This is an optimization exercise on Yosys and OpenROAD, whose aim is small area, a short achievable clock period and few clock cycles per item, not a production implementation. The RTL was checked by simulation tests, not by an equivalence proof against the original design.

== tundra ==
Design tn48_check_engine, start of the top module:
module tn48_check_engine (
    input  wire         clk,
    input  wire         rst,           
    input  wire         ctx_wr,
    input  wire [127:0] ctx_wdata,
    output wire [127:0] ctx_rdata,
    output wire         idle,
    output reg          selfcheck,
    input  wire         in_valid,
    output wire         in_ready,
    input  wire [63:0]  in_data,       
    input  wire [3:0]   in_nbytes,     
    input  wire         in_last,       
    input  wire [63:0]  in_check,      
    output reg          res_valid,
    output reg  [63:0]  res_crc,
    output wire         res_ok,
    output wire         res_pass
);
clock: 20.0 ns
lec_check: 0
cap_margin: 20
core_margin: 2
core_utilization: 40
place_density: 0.6
setup_slack_margin: 0.3
slew_margin: 20
standard.sh (not shown) runs the stock make flow with config.mk's settings and CLKGATE_MAP_FILE= SYNTH_SCRIPT=/design/flow/synth_recipe.tcl, a recipe that flattens the netlist after the stock synthesis.
==> flow/flow/run.sh <==
#!/bin/bash
# Layout: the standard flow (standard.sh, unchanged synthesis) with these
# changes to how the layout is made:
#  - the port buffers are sky130_fd_sc_hd__buf_1 instead of the default
#    delay-cell buffer (timing repair may size them up);
#  - timing repair works to a setup margin of 14.5 ns instead of 0.3 ns, so it
#    sizes the design for about a 5.5 ns path; the clock and constraints are
#    the design's;
#  - clock tree sinks are clustered up to 22 per buffer within 80 um.
set -euo pipefail
export BUFFER_PORTS_ARGS="-buffer_cell sky130_fd_sc_hd__buf_1"
bash standard.sh SETUP_SLACK_MARGIN=14.5 CTS_CLUSTER_SIZE=22 CTS_CLUSTER_DIAMETER=80 finish > standard.log 2>&1
tundra did not stop at any stage, and its layout met the timing, design-rule and antenna checks.
Testbench counts of tundra, summed over its fixed seeds: cycles 68,632, bytes 505,136.
Edits applied to the flow inputs when going from tundra to amber:
==> flow/flow/run.sh <==
#!/bin/bash
# Layout: the standard flow (standard.sh, unchanged synthesis) with these
# changes to how the layout is made:
#  - the port buffers are sky130_fd_sc_hd__buf_2 instead of the default
#    delay-cell buffer;
#  - timing repair works to a setup margin of 14.5 ns instead of 0.3 ns, so it
#    sizes the design for about a 5.5 ns path; the clock and constraints are
#    the design's;
#  - clock tree sinks are clustered up to 22 per buffer within 80 um.
set -euo pipefail
export BUFFER_PORTS_ARGS="-buffer_cell sky130_fd_sc_hd__buf_2"
bash standard.sh SETUP_SLACK_MARGIN=14.5 CTS_CLUSTER_SIZE=22 CTS_CLUSTER_DIAMETER=80 finish > standard.log 2>&1
Results
- In the tables for tundra and amber, final worst-path cycle share reads higher with amber.
- | cell count | tundra vs amber | ≈ equal |
- Changes observed in amber relative to tundra: layout clock buffer count +2, core utilization +0.17 points.
- Critical path startpoint: running[51] -> amber, running[41] -> tundra
- amber vs. tundra: count of buffer and inverter cells on the critical path fell 2; number of buffers inserted to repair setup after CTS rose 3.
- amber vs. tundra: fmax now sits lower; setup slack now sits lower.

---

Starting RTL as in the previous note.
==> flow/config.mk <==
export PLATFORM = sky130hd
export DESIGN_NAME = tn48_check_engine
export DESIGN_NICKNAME = tn48_check_engine
export VERILOG_FILES = /design/flow/design.v
export SDC_FILE = /design/flow/constraint.sdc
export NUM_CORES = 4
export LEC_CHECK = 0
export CAP_MARGIN = 20
export CORE_MARGIN = 2
export CORE_UTILIZATION = 40
export PLACE_DENSITY = 0.6
export SETUP_SLACK_MARGIN = 0.3
export SLEW_MARGIN = 20
==> flow/constraint.sdc <==
create_clock -name core_clock -period 20.0 [get_ports {clk}]
set_input_delay 4.0000 -clock core_clock [delete_from_list [all_inputs] [get_ports {clk}]]
set_output_delay 4.0000 -clock core_clock [all_outputs]
set_load 0.01 [all_outputs]
==> flow/flow/run.sh <==
#!/bin/bash
# Layout: the standard flow (standard.sh, unchanged synthesis) with two
# changes to how the layout is made:
#  - the port buffers are sky130_fd_sc_hd__buf_1 instead of the default
#    delay-cell buffer (timing repair may size them up);
#  - timing repair works to a setup margin of 14.5 ns instead of 0.3 ns, so it
#    sizes the design for about a 5.5 ns path; the clock and constraints are
#    the design's.
set -euo pipefail
export BUFFER_PORTS_ARGS="-buffer_cell sky130_fd_sc_hd__buf_1"
bash standard.sh SETUP_SLACK_MARGIN=14.5 finish > standard.log 2>&1
The first run completed with no timing, DRC or antenna violations.
Testbench counts at the start, summed over its fixed seeds: cycles 68,632, bytes 505,136.
Change:
--- a/flow/flow/run.sh
+++ b/flow/flow/run.sh
@@ -4,2 +4,2 @@
-#  - the port buffers are sky130_fd_sc_hd__buf_1 instead of the default
-#    delay-cell buffer (timing repair may size them up);
+#  - the port buffers are sky130_fd_sc_hd__buf_2 instead of the default
+#    delay-cell buffer;
@@ -10 +10 @@
-export BUFFER_PORTS_ARGS="-buffer_cell sky130_fd_sc_hd__buf_1"
+export BUFFER_PORTS_ARGS="-buffer_cell sky130_fd_sc_hd__buf_2"
Setup slack is better by 220 ps.
Final area rose by 1.5%.
Die area does not change.
Critical path depth is lower by 1.

[separate check: timing with driven ports]
No port has a modelled driver above. Below, the same layouts with a new extraction and two added sets of constraints. Step 1, drivers: a clkbuf_16 drives clk and a buf_2 each remaining input, both assumed. Step 2 moves the port delays by t, midway between the first and last clock arrival at a register: inputs arrive t later, outputs are due t later. That takes back most of the time a late clock gives input paths. Three values: no drivers, after step 1, after step 2; two values: the first two.
run | t, ns | slack for setup (ns) | worst setup path after step 2
tundra | 0.691 | 14.424 / 14.418 / 13.833 | input to register
amber | 0.688 | 14.257 / 14.257 / 13.876 | input to register
the first run of note 2 | 0.673 | 14.204 / 14.204 / 13.866 | input to register
the second run of note 2 | 0.688 | 14.426 / 14.426 / 13.857 | input to register
After both steps every run listed still meets setup and hold. For tundra, which loses most, drivers alone change the setup slack by -0.006 ns; drivers and shift together by -0.591 ns.
